Source: an optimization exercise on an open RTL-to-GDS flow (aim: small area, a short achievable clock period and few clock cycles per item). Production flows keep margins and buffers that such runs may drop.
Function was checked by simulation only, so behaviour that the tests miss may differ from the original.

[flow/run.sh]
#!/bin/bash
# synth_recipe.tcl (not shown) runs the flow's synth.tcl, then flattens the netlist and writes it again
# the make line also repeats each setting of config.mk as NAME=value (left out here)
make -C /OpenROAD-flow-scripts/flow DESIGN_CONFIG=/design/flow/config.mk WORK_HOME=/design/flow/orfs CLKGATE_MAP_FILE= SYNTH_SCRIPT=/design/flow/synth_recipe.tcl finish
[flow/config.mk]
export PLATFORM = sky130hd
export DESIGN_NAME = tmu_stats
export DESIGN_NICKNAME = tmu_stats
export VERILOG_FILES = /design/flow/design.v
export SDC_FILE = /design/flow/constraint.sdc
export NUM_CORES = 4
export LEC_CHECK = 0
export ABC_CLOCK_PERIOD_IN_PS = 3000
export CAP_MARGIN = 30
export CORE_MARGIN = 2
export CORE_UTILIZATION = 40
export SETUP_SLACK_MARGIN = 5
export SLEW_MARGIN = 30
[flow/constraint.sdc]
create_clock -name core_clock -period 10.0 [get_ports {clk}]
set_input_delay 2.0000 -clock core_clock [delete_from_list [all_inputs] [get_ports {clk}]]
set_output_delay 2.0000 -clock core_clock [all_outputs]
set_load 0.01 [all_outputs]
[flow/design.v]
module tmu_stats (
    input  wire         clk,
    input  wire         rst,
    input  wire         in_valid,
    output reg          in_ready,
    input  wire [47:0]  in_count,
    input  wire [95:0]  in_sum,
    input  wire [127:0] in_sumsq,
    output reg          out_valid,
    output wire [63:0]  out_mean,
    output wire [63:0]  out_stddev
);
    localparam C = 38;               
    reg  [5:0] ph;                   
    wire       last = (ph == C - 1);  
    reg         m_v, m_sgn;
    reg         m_on;                
    reg  [33:0] m_n;                 
    reg  [94:0] m_q;
    reg  [63:0] m_u;
    reg  [73:0] m_ux;                
    reg  [98:0] m_cs, m_cc;          
    reg         m_cy;
    wire        in_sgn = in_sum[95];
    wire [63:0] in_u   = in_sum[63:0] ^ {64{in_sgn}};
    reg         m_n1, m_n2, m_nn, m_u1, m_u2, m_un;
    wire [2:0]  m_bn = last ? {in_count[1:0], 1'b0} : ({m_n[3:1]} & {3{ph < 6'd16}});
    wire [2:0]  m_bu = last ? {in_u[1:0], 1'b0} : m_ux[3:1];
    wire [96:0]  m_mn = ({97{m_n1}} & {2'd0, m_q}) | ({97{m_n2}} & {1'd0, m_q, 1'b0});
    wire [64:0]  m_mu = ({65{m_u1}} & {1'd0, m_u}) | ({65{m_u2}} & {m_u, 1'b0});
    wire [100:0] m_ra = {2'b0, m_cs};
    wire [100:0] m_rb = {2'b0, m_cc};
    wire [100:0] m_rc = {1'b0, ~m_nn, m_nn, m_nn, m_mn ^ {97{m_nn}}};
    wire [100:0] m_s1 = m_ra ^ m_rb ^ m_rc;
    wire [100:0] m_c1 = {(m_ra[99:0] & m_rb[99:0]) | (m_ra[99:0] & m_rc[99:0]) | (m_rb[99:0] & m_rc[99:0]), m_nn};
    wire [100:0] m_rd = {2'b0, ~m_un, {33{m_un}}, m_mu ^ {65{m_un}}};
    wire [100:0] m_s2 = m_s1 ^ m_c1 ^ m_rd;
    wire [100:0] m_c2 = {(m_s1[99:0] & m_c1[99:0]) | (m_s1[99:0] & m_rd[99:0]) | (m_c1[99:0] & m_rd[99:0]), m_un};
    wire [2:0]   m_lo = {1'b0, m_s2[1:0]} + {1'b0, m_c2[1:0]} + {2'b0, m_cy};
    wire [52:0]  m_dh = m_cs[52:0] + m_cc[52:0] + {52'd0, m_cy};    
    reg          s_v, s_sgn;
    reg  [32:0]  s_n;
    reg  [63:0]  s_u;
    reg  [137:0] s_x;                
    reg  [69:0]  s_r;                
    reg  [70:0]  s_rem;              
    wire [74:0]  s_w   = {s_rem, s_x[137:134]};
    wire [73:0]  s_d1;
    wire [75:0]  s_d2a, s_d2b;
    wire         s_c1, s_c2a;
    padd #(.W(73)) s_a1 (.a({s_rem, s_x[137:136]}), .b(~{1'b0, s_r, 2'b01}),
                         .cin(1'b1), .s(s_d1[72:0]), .cout(s_c1));
    padd #(.W(75)) s_a2 (.a(s_w), .b(~{2'b0, s_r, 3'b001}),
                         .cin(1'b1), .s(s_d2a[74:0]), .cout(s_c2a));
    wire [74:0]  s_y   = ~{1'b0, s_r, 4'b1000};
    wire [74:0]  s_z   = ~{2'b0, s_r, 3'b001};
    wire [74:0]  s_ps  = s_w ^ s_y ^ s_z;
    wire [74:0]  s_pc  = {(s_w[73:0] & s_y[73:0]) | (s_w[73:0] & s_z[73:0]) | (s_y[73:0] & s_z[73:0]), 1'b1};
    wire         s_k;
    padd #(.W(75)) s_a3 (.a(s_ps), .b(s_pc), .cin(1'b1), .s(s_d2b[74:0]), .cout(s_k));
    wire         s_g1  = s_c1;
    wire         s_c2b = s_k & ((s_w[74] & s_y[74]) | (s_w[74] & s_z[74]) | (s_y[74] & s_z[74]));
    wire         s_g2  = s_g1 ? s_c2b : s_c2a;
    wire [70:0]  s_nrem = s_g1 ? (s_c2b ? s_d2b[70:0] : {s_d1[68:0], s_x[135:134]})
                               : (s_c2a ? s_d2a[70:0] : s_w[70:0]);
    wire [63:0]  s_abs = s_u + {63'd0, s_sgn};
    reg          q_v, q_sgn, q_sex;
    reg  [32:0]  q_n;
    reg  [36:0]  q_qm, q_qs;         
    reg  [32:0]  q_rm, q_rs;         
    wire [33:0]  q_shm = {q_rm, q_qm[36]};
    wire [33:0]  q_shs = {q_rs, q_qs[36]};
    wire [33:0]  q_dm, q_ds;
    wire         q_gm, q_gs;
    padd #(.W(34)) q_am (.a(q_shm), .b(~{1'b0, q_n}), .cin(1'b1), .s(q_dm), .cout(q_gm));
    padd #(.W(34)) q_as (.a(q_shs), .b(~{1'b0, q_n}), .cin(1'b1), .s(q_ds), .cout(q_gs));
    wire        q_zero = (q_n == 33'd0);
    wire [36:0] q_tm   = q_qm[36:0];
    wire [36:0] q_ts   = q_qs[36:0];
    wire        q_im   = q_tm[0] & ~((q_rm == 33'd0) & ~q_tm[1]);
    wire        q_is   = q_ts[0] & ~(q_sex & (q_rs == 33'd0) & ~q_ts[1]);
    wire [36:0] q_mean = ({1'b0, q_tm[36:1]} ^ {37{q_sgn}}) + {36'd0, q_sgn ^ q_im};
    wire [35:0] q_sd   = q_ts[36:1] + {35'd0, q_is};
    reg  [36:0] o_mean;
    reg  [35:0] o_sd;
    assign out_mean   = {{27{o_mean[36]}}, o_mean};
    assign out_stddev = {28'd0, o_sd};
    always @(posedge clk) begin
        if (rst) begin
            ph        <= 6'd0;
            in_ready  <= 1'b0;
            m_on      <= 1'b1;
            {m_n1, m_n2, m_nn, m_u1, m_u2, m_un} <= 6'b000001;
            m_v       <= 1'b0;
            s_v       <= 1'b0;
            q_v       <= 1'b0;
            out_valid <= 1'b0;
        end else begin
            ph        <= last ? 6'd0 : ph + 6'd1;
            in_ready  <= (ph == C - 2);
            m_on      <= last | (ph < 6'd16);
            m_n1      <= m_bn[1] ^ m_bn[0];
            m_n2      <= (m_bn == 3'b100) | (m_bn == 3'b011);
            m_nn      <= m_bn[2];
            m_u1      <= m_bu[1] ^ m_bu[0];
            m_u2      <= (m_bu == 3'b100) | (m_bu == 3'b011);
            m_un      <= ~m_bu[2];
            out_valid <= q_v && last;
            m_v       <= last ? in_valid : m_v;
            s_v       <= last ? m_v : s_v;
            q_v       <= last ? s_v : q_v;
        end
    end
    always @(posedge clk) begin
        o_mean <= q_zero ? 37'd0 : q_mean;
        o_sd   <= q_zero ? 36'd0 : q_sd;
        if (last) begin
            m_n   <= {1'b0, in_count[32:0]};
            m_q   <= in_sumsq[94:0];
            m_u   <= in_u;
            m_sgn <= in_sgn;
            m_ux  <= {10'd0, in_u};
            m_cs  <= in_sgn ? {1'b0, {33{1'b1}}, in_sum[63:0], 1'b1} : {1'b1, 98'd0};
            m_cc  <= 99'd0;
            m_cy  <= 1'b0;
            s_n   <= m_n[32:0];
            s_u   <= m_u;
            s_sgn <= m_sgn;
            s_x   <= {11'b0, m_dh, m_ux};
            s_r   <= 70'd0;
            s_rem <= 71'd0;
            q_n   <= s_n;
            q_sgn <= s_sgn;
            q_sex <= (s_rem == 71'd0);
            q_rm  <= {1'b0, s_abs[63:32]};
            q_qm  <= {s_abs[31:0], 5'd0};
            q_rs  <= s_r[69:37];
            q_qs  <= s_r[36:0];
        end else begin
            if (m_on)
                m_n <= {m_n[1:0], m_n[33:2]};
            m_cs  <= m_s2[100:2];
            m_cc  <= m_c2[100:2];
            m_cy  <= m_lo[2];
            m_ux  <= {m_lo[1:0], m_ux[73:2]};
            s_x   <= {s_x[133:0], 4'd0};
            s_r   <= {s_r[67:0], s_g1, s_g2};
            s_rem <= s_nrem;
            q_rm  <= q_gm ? q_dm[32:0] : q_shm[32:0];
            q_qm  <= {q_qm[35:0], q_gm};
            q_rs  <= q_gs ? q_ds[32:0] : q_shs[32:0];
            q_qs  <= {q_qs[35:0], q_gs};
        end
    end
endmodule
module padd #(parameter W = 8) (
    input  wire [W-1:0] a,
    input  wire [W-1:0] b,
    input  wire         cin,
    output wire [W-1:0] s,
    output wire         cout
);
    function integer lg2;            
        input integer x;
        integer k;
        begin
            lg2 = 0;
            for (k = 1; k < x; k = k * 2)
                lg2 = lg2 + 1;
        end
    endfunction
    localparam L = lg2(W + 1);
    wire [W:0] g [0:L];
    wire [W:0] p [0:L];
    assign g[0] = {a & b, cin};
    assign p[0] = {a ^ b, 1'b0};
    genvar l, i;
    generate
        for (l = 0; l < L; l = l + 1) begin : lv
            for (i = 0; i <= W; i = i + 1) begin : bt
                if ((i >> l) & 1) begin : c
                    localparam integer J = ((i >> l) << l) - 1;
                    assign g[l+1][i] = g[l][i] | (p[l][i] & g[l][J]);
                    assign p[l+1][i] = p[l][i] & p[l][J];
                end else begin : n
                    assign g[l+1][i] = g[l][i];
                    assign p[l+1][i] = p[l][i];
                end
            end
        end
    endgenerate
    assign s    = p[0][W:1] ^ g[L][W-1:0];
    assign cout = g[L][W];
endmodule
==> results of run 1 <==
==> registers in the layout (all words and copies together) (netlist names), 36 cells and up <==
| name | cells |
|---|---|
| q_qm | 37 |
| m_q | 95 |
| m_u | 64 |
| o_sd | 36 |
| m_ux | 74 |
| s_rem | 71 |
| o_mean | 37 |
| m_cc | 99 |
| s_r | 70 |
| s_x | 138 |
| s_u | 64 |
| q_qs | 37 |
| m_cs | 99 |
==> placed cells by master (no fill, tap or decap), types with 18 or more instances in the layout <==
cell type | synthesis | final
nand2_1 | 1057 | 1055
dfxtp_1 | 784 | 778
inv_1 | 365 | 364
conb_1 | 1 | 28
clkbuf_8 | 0 | 25
nand4_1 | 58 | 58
a22oi_1 | 169 | 169
xor2_1 | 162 | 162
edfxtp_1 | 326 | 326
a31oi_1 | 38 | 38
clkbuf_16 | 0 | 132
nor3_1 | 71 | 68
nand2b_1 | 33 | 33
o21a_1 | 25 | 24
a21oi_1 | 321 | 321
nor2b_1 | 37 | 37
a211oi_1 | 37 | 37
nor2_1 | 389 | 387
fa_1 | 295 | 295
xnor2_1 | 399 | 399
and2_1 | 145 | 145
o21bai_1 | 32 | 32
nand3_1 | 89 | 89
ha_1 | 411 | 411
and3_1 | 56 | 55
and4_1 | 18 | 18
buf_4 | 56 | 33
o22ai_1 | 57 | 57
mux2i_1 | 70 | 70
or3_1 | 24 | 24
a21o_1 | 172 | 172
nor4_1 | 50 | 46
o21ai_0 | 255 | 253
clkdlybuf4s50_1 | 0 | 295
clkbuf_1 | 204 | 30
==> worst max-delay path: cells and delay by family, from the launching register on <==
family,cells,cell delay [ns]
and+or+nand+nor,1,0.30
buffers and inverters,1,0.34
AOI/OAI and AO/OA,10,2.92
adders and majority gates,2,0.86
DFF,1,0.29
==> cells in the mapped netlist (all sizes together) (71+ instances only) <==
library cell	n
a22oi	169
mux2i	71
inv	367
a21o	172
xor2	162
o21ai	262
xnor2	399
buf	115
ha	411
nor2	389
and2	145
nand3	89
clkbuf	204
fa	295
dfxtp	784
nand2	1057
nor3	71
edfxtp	326
a21oi	325
==> cell families after synthesis <==
| logic type | count (synthesis) | synth area share (%) |
|---|---|---|
| compound gates | 1231 | 12.6 |
| xor+xnor | 561 | 7.89 |
| fa+ha+maj | 706 | 17.7 |
| buf+inv | 686 | 4.59 |
| flops | 1110 | 40.9 |
| mux | 85 | 1.40 |
| other cells | 1 | 0.00602 |
| simple gates | 2067 | 14.8 |
==> routing by layer <==
metal	wire length [um]	up-vias
met5	139	-
met4	4050	24
met3	7020	241
met2	77100	867
met1	71100	21864
li1	-	22363
==> final cells by class <==
class,count,area [um2]
tap,2044,2560
fill,14693,82700
multi-input combinational,4678,34200
sequential,1110,25500
timing repair buffer,341,3410
clock buffer,186,3750
inverter,367,1390
clock inverter,53,743
==> per-stage QoR <==
stage	util (%)	std cells
CTS	46.3	8775
detailed placement	43.3	8534
global placement	43.3	8534
global route	46.4	8779
finish	46.4	8779
floorplan	-	6474
==> final timing paths <==
kind / depth (start not counted) / endpoint / start / slack, ns
max: 14 / s_rem[40] / s_r[44] / 5.16
min: 2 / s_x[61] / s_x[57] / 0.40
max reg2reg: 14 / s_rem[40] / s_r[44] / 5.16
min reg2reg: 2 / s_x[61] / s_x[57] / 0.40
==> repair_timing <==
action / 4_1_cts / 5_1_grt
resized for setup: 12 / 15
hold endpoints to repair: 0 / 0
endpoints found under the setup margin: 56 / 76
setup buffers: 2 / 2
pin swaps: 1 / 1
==> results.toml, run 1 <==
[worst_setup_path]
critPathRequiredTime_ns = 10.64
critPathLaunchType = "flop"
path_class = "reg2reg"
path_max_fanout = 11
cp_slowest_cell = "fa_1"
end_kind = "flop"
crit_path_cell_trace = "inv_1 > fa_1 > ha_1 > a21o_1 > a21o_1 > a21oi_1 > o21ai_0 > a221o_1 > a211o_1 > a21oi_4 > a2bb2oi_2 > o21a_2 > nand2_1 > o221ai_1"
cpMostUsedCell = "a21o_1"
cpPeakStageDelay_ns = 0.49
worstPathArrival_ns = 5.48

[floorplan]
row_count = 144
die_area_um2 = 159000
die_h_um = 399
die_w_um = 399
start_util_pct = 40.4
ios = 405
coreArea_um2 = 154000

[grt]
grt_max_degree = 253
busiest_layer = "met2"
use_met3_pct = 3.40
grt_overflow = 0
grtUsageTotal_pct = 20.0
use_met1_pct = 26.1
grt_antenna_before_repair = 13
grt_pass1_vias = 45593
grt_pass1_wl_um = 252000
met2_usage_pct = 34.0

[sta]
fin_hold_ws_ns = 0.401
setup_slack_ns = 5.16
tns_ns = 0
finalSetupViolations = 0
timing.fmax_ghz = 0.207
post-route-period-util_pct = 48.4
period_minus_slack_ns = 4.84
worst_pin_slew_ns = 0.962
clock-skew-final_ns = 0.0390
finalHoldViolCount = 0
slew_viol_final = 0
rsz0062_at_grt = "no"
slew_headroom_pct = 35.9

[placement]
pre_cts_ws_ns = 4.49
portBuffers = 297
place_area_um2 = 66800
place_hpwl_um = 117000
place.gp.congestion = 0.893

[logic_synthesis]
yosysTopAreaCellShare_pct = 25.2
synth-seq-area-share_pct = 40.9
synthTopCellsByArea = "dfxtp_1 25%, edfxtp_1 16%, fa_1 9.5%, ha_1 8.3%, nand2_1 6.4%"
synth_flop_cell = "dfxtp_1"
synth_area_um2 = 62300
ys_warn_count = 4
ys_ff_latch = 1110
synthArstFlopShare_pct = 0
synthCells = 6447
synth_top_area_cell = "dfxtp_1"
syn_area_per_cell_um2 = 9.66
synth_edf_count = 326
yosysUniqueCellTypes = 90

[drt]
via_per_inst = 5.17
drt-total-wl_um = 159000
drcViolationCount = 0
dr.pass1.iters = 6
drtIter0Drc = 2521
wl_per_cell_um = 18.2
vias = 45359
postRouteAntennaNets = 0

[cells_and_area]
final_area_um2 = 71500
antenna_cells = 0
syn2layout_area_growth_pct = 14.9
nets = 7609
drive_gt1_share_pct = 4.87

[clocking]
cts_tree = "done"
numCtsBuffers = 130
cts_root_buffer = "clkbuf_16"
cts_max_path_buffers = 3
cts_sinks = 1110
clkTransAtPathRegs_ns = 0.06
cts-htree-levels = 4
hold_buffers = 0
clk_latency_ns = 0.77

[job]
drv_cap = 0

[run_status]
outcome = "no timing/DRC/antenna violations"

[worst_hold_path]
hp-class = "reg2reg"
Testbench counts, summed over its fixed seeds: cycles 91,824, items 2,400.
==> run 2, diff against run 1 <==
==> flow/flow/run.sh (new file) <==
#!/bin/bash
# Standard synthesis, then the standard layout with a larger setup margin
# for repair_timing (the SDC is unchanged).
set -euo pipefail
bash standard.sh synth > synth.log 2>&1
bash standard.sh SETUP_SLACK_MARGIN=6.3 finish > layout.log 2>&1
==> flow/standard.sh (new file) <==
#!/bin/bash
# synth_recipe.tcl (not shown) runs the flow's synth.tcl, then flattens the netlist and writes it again
# the make line also repeats each setting of config.mk as NAME=value (left out here)
make -C /OpenROAD-flow-scripts/flow DESIGN_CONFIG=/design/flow/config.mk WORK_HOME=/design/flow/orfs CLKGATE_MAP_FILE= SYNTH_SCRIPT=/design/flow/synth_recipe.tcl "${@:-finish}"
--- a/flow/config.mk
+++ b/flow/config.mk
@@ -11,3 +11,2 @@
 export CORE_UTILIZATION = 40
-export SETUP_SLACK_MARGIN = 5
 export SLEW_MARGIN = 30
removed: flow/run.sh
==> results.toml, run 2 <==
[run_status]
outcome = "no timing/DRC/antenna violations"

[drt]
drtIter0Drc = 3005
postRouteAntennaNets = 0
drcViolationCount = 0
via_per_inst = 5.25
drt-total-wl_um = 169000
dr.pass1.iters = 7
vias = 46886
wl_per_cell_um = 19.0

[grt]
grt_overflow = 0
grt_pass1_wl_um = 261000
grtUsageTotal_pct = 20.8
grt_max_degree = 243
grt_pass1_vias = 46553
grt_antenna_before_repair = 4

[sta]
finalSetupViolations = 0
rsz0062_at_grt = "yes"
setup_slack_ns = 5.90
post-route-period-util_pct = 41.0
finalHoldViolCount = 0
slew_headroom_pct = 29.8
slew_viol_final = 0
timing.fmax_ghz = 0.244
period_minus_slack_ns = 4.10
worst_pin_slew_ns = 1.05
clock-skew-final_ns = 0.0619
tns_ns = 0

[logic_synthesis]
synth_top_area_cell = "dfxtp_1"
synthTopCellsByArea = "dfxtp_1 25%, edfxtp_1 16%, fa_1 9.5%, ha_1 8.3%, nand2_1 6.4%"
ys_ff_latch = 1110
synthCells = 6447
yosysUniqueCellTypes = 90
synth_most_common_cell = "nand2_1"
synthTopCellsByCount = "1057 x nand2_1, 784 x dfxtp_1, 411 x ha_1"
synth_edf_count = 326
synth_area_um2 = 62300
ys_warn_count = 4
synth_flop_cell = "dfxtp_1"
synthArstFlopShare_pct = 0
synth-seq-area-share_pct = 40.9
syn_area_per_cell_um2 = 9.66
yosysTopAreaCellShare_pct = 25.2

[placement]
pre_cts_ws_ns = 4.21
place.gp.congestion = 0.869
portBuffers = 297
place_hpwl_um = 117000
post-place-cells = 8533

[clocking]
cts_tree = "done"
cts_sinks = 1110
cts_root_buffer = "clkbuf_16"
clkTransAtPathRegs_ns = 0.06
clk_latency_ns = 0.76
cts-htree-levels = 3
cts_max_path_buffers = 3
numCtsBuffers = 120

[cells_and_area]
largest_register_ffs = 138
stdcell_count = 8927
reg_top3 = "s_x: 138 flops, m_cc: 99 flops, m_cs: 99 flops"
final_cell_mix = "1034 x nand2_1, 734 x dfxtp_1, 396 x xnor2_1, 383 x ha_1, 353 x nor2_1"
top_register = "s_x"
layout_commonest_cell = "nand2_1"
drive_gt1_share_pct = 11.7
nets = 7756
antenna_cells = 0
syn2layout_area_growth_pct = 20.7

[floorplan]
die_w_um = 399
die_h_um = 399
coreArea_um2 = 154000
row_count = 144
ios = 405
start_util_pct = 40.4
die_area_um2 = 159000

[worst_setup_path]
critPathCapture = "s_rem[24]"
r2r_setup_slack_ns = 5.90
reg2reg_from = "s_r[44]"
critPathLaunchType = "flop"
rr_worst_depth = 18
critPathRequiredTime_ns = 10.57
end_kind = "flop"
worstPathArrival_ns = 4.67
path_max_fanout = 6
worstReg2RegEnd = "s_rem[24]"
startpoint = "s_r[44]"
path_class = "reg2reg"

[worst_hold_path]
hp-class = "reg2reg"

[job]
drv_cap = 0
-- run 2: changes by cell type in the layout (fill, tap and decap cells not counted), moves of 32 or more --
cell     delta
a21oi_1    -37
buf_4      +92
dfxtp_1    -44
dfxtp_2    +32
inv_1      -49
nor2_1     -34
o21ai_0    -33
-- run 2: cell type report --
class	count	area, um2
Clock buffer	166	3500
Clock inverter	64	793
Fill cell	14348	79100
Inverter	367	1450
Multi-Input combinational cell	4681	35900
Sequential cell	1110	25600
Tap cell	2044	2560
Timing Repair Buffer	495	5380
-- run 2: timing repair --
item                       CTS  global route
pin swaps                  133           103
hold endpoints to repair     0             0
gates cloned                26             2
hold buffers                 0             0
setup endpoints to repair  549           485
setup buffers               82            53
resized for setup          406           166
-- run 2: kinds of logic after synthesis --
kind of cell,share of synthesized area [%]
AO/OA/AOI/OAI,12.6
XOR/XNOR,7.89
adder cells (fa/ha/maj),17.7
buffers and inverters,4.59
flip-flops,40.9
multiplexers,1.40
other,0.00602
AND/OR/NAND/NOR,14.8
-- run 2: per-layer routing --
metal	wire (um)	track usage, %
met5	27	0
met2	82100	35.5
met4	5400	6.76
met1	73500	27.3
met3	8190	2.77
-- run 2: critical path: stages, from the launching register on --
cell and delay (ns):
dfxtp_2 0.34, clkinv_4 0.09, fa_2 0.60, ha_4 0.20
a21o_1 0.15, a21o_1 0.19, a21oi_4 0.20, o21ai_4 0.09
a221o_1 0.37, a211o_1 0.35, a21oi_4 0.20, a2bb2oi_4 0.21
buf_4 0.14, buf_6 0.09, o21a_4 0.22, buf_12 0.14
nor3_4 0.04, a211oi_2 0.22, nor3_1 0.08
-- run 2: stage by stage --
stage	area [um2]	hold WS [ns]	utilization (%)
global route	75200	0.424	48.7
CTS	74000	0.419	48.0
detailed placement	66900	0.405	43.4
floorplan	62400	0.392	-
finish	75200	0.419	48.7
global placement	66900	0.401	43.3
-- run 2: worst min path at each step --
stage	slack [ns]	startpoint	cells after the start	endpoint
floorplan	0.39	s_x[114]	2	s_x[118]
global placement	0.40	s_n[3]	0	q_n[3]
detailed placement	0.40	s_n[11]	0	q_n[11]
CTS	0.42	s_n[11]	0	q_n[11]
global route	0.42	s_n[32]	0	q_n[32]
finish	0.42	s_x[59]	2	s_x[63]

-- port drivers added, routing unchanged --
How much do the figures lean on ideal ports? The routed layouts below were timed once more, with nothing changed but the port constraints.
Step 1 (the two cells are an assumption about what drives the block):
set clk [get_ports {clk}]
set_driving_cell -lib_cell sky130_fd_sc_hd__clkbuf_16 $clk
set_driving_cell -lib_cell sky130_fd_sc_hd__buf_2 [delete_from_list [all_inputs] $clk]
Step 2, shift: input delay + t, output delay - t, t = (earliest + latest rising clock arrival at the registers) / 2. This alone moves slack from input paths to output paths.
Slacks: no drivers / after step 1 / after step 2; pairs: no drivers / after step 1.
run | shift t [ns] | setup slack, ns | worst register clock-pin slew, ns
run 1 | 0.829 | 5.164 / 5.164 / 5.164 | 0.06 / 0.06
run 2 | 0.819 | 5.895 / 5.895 / 5.895 | 0.07 / 0.07
After both steps setup and hold are still met in every run listed.
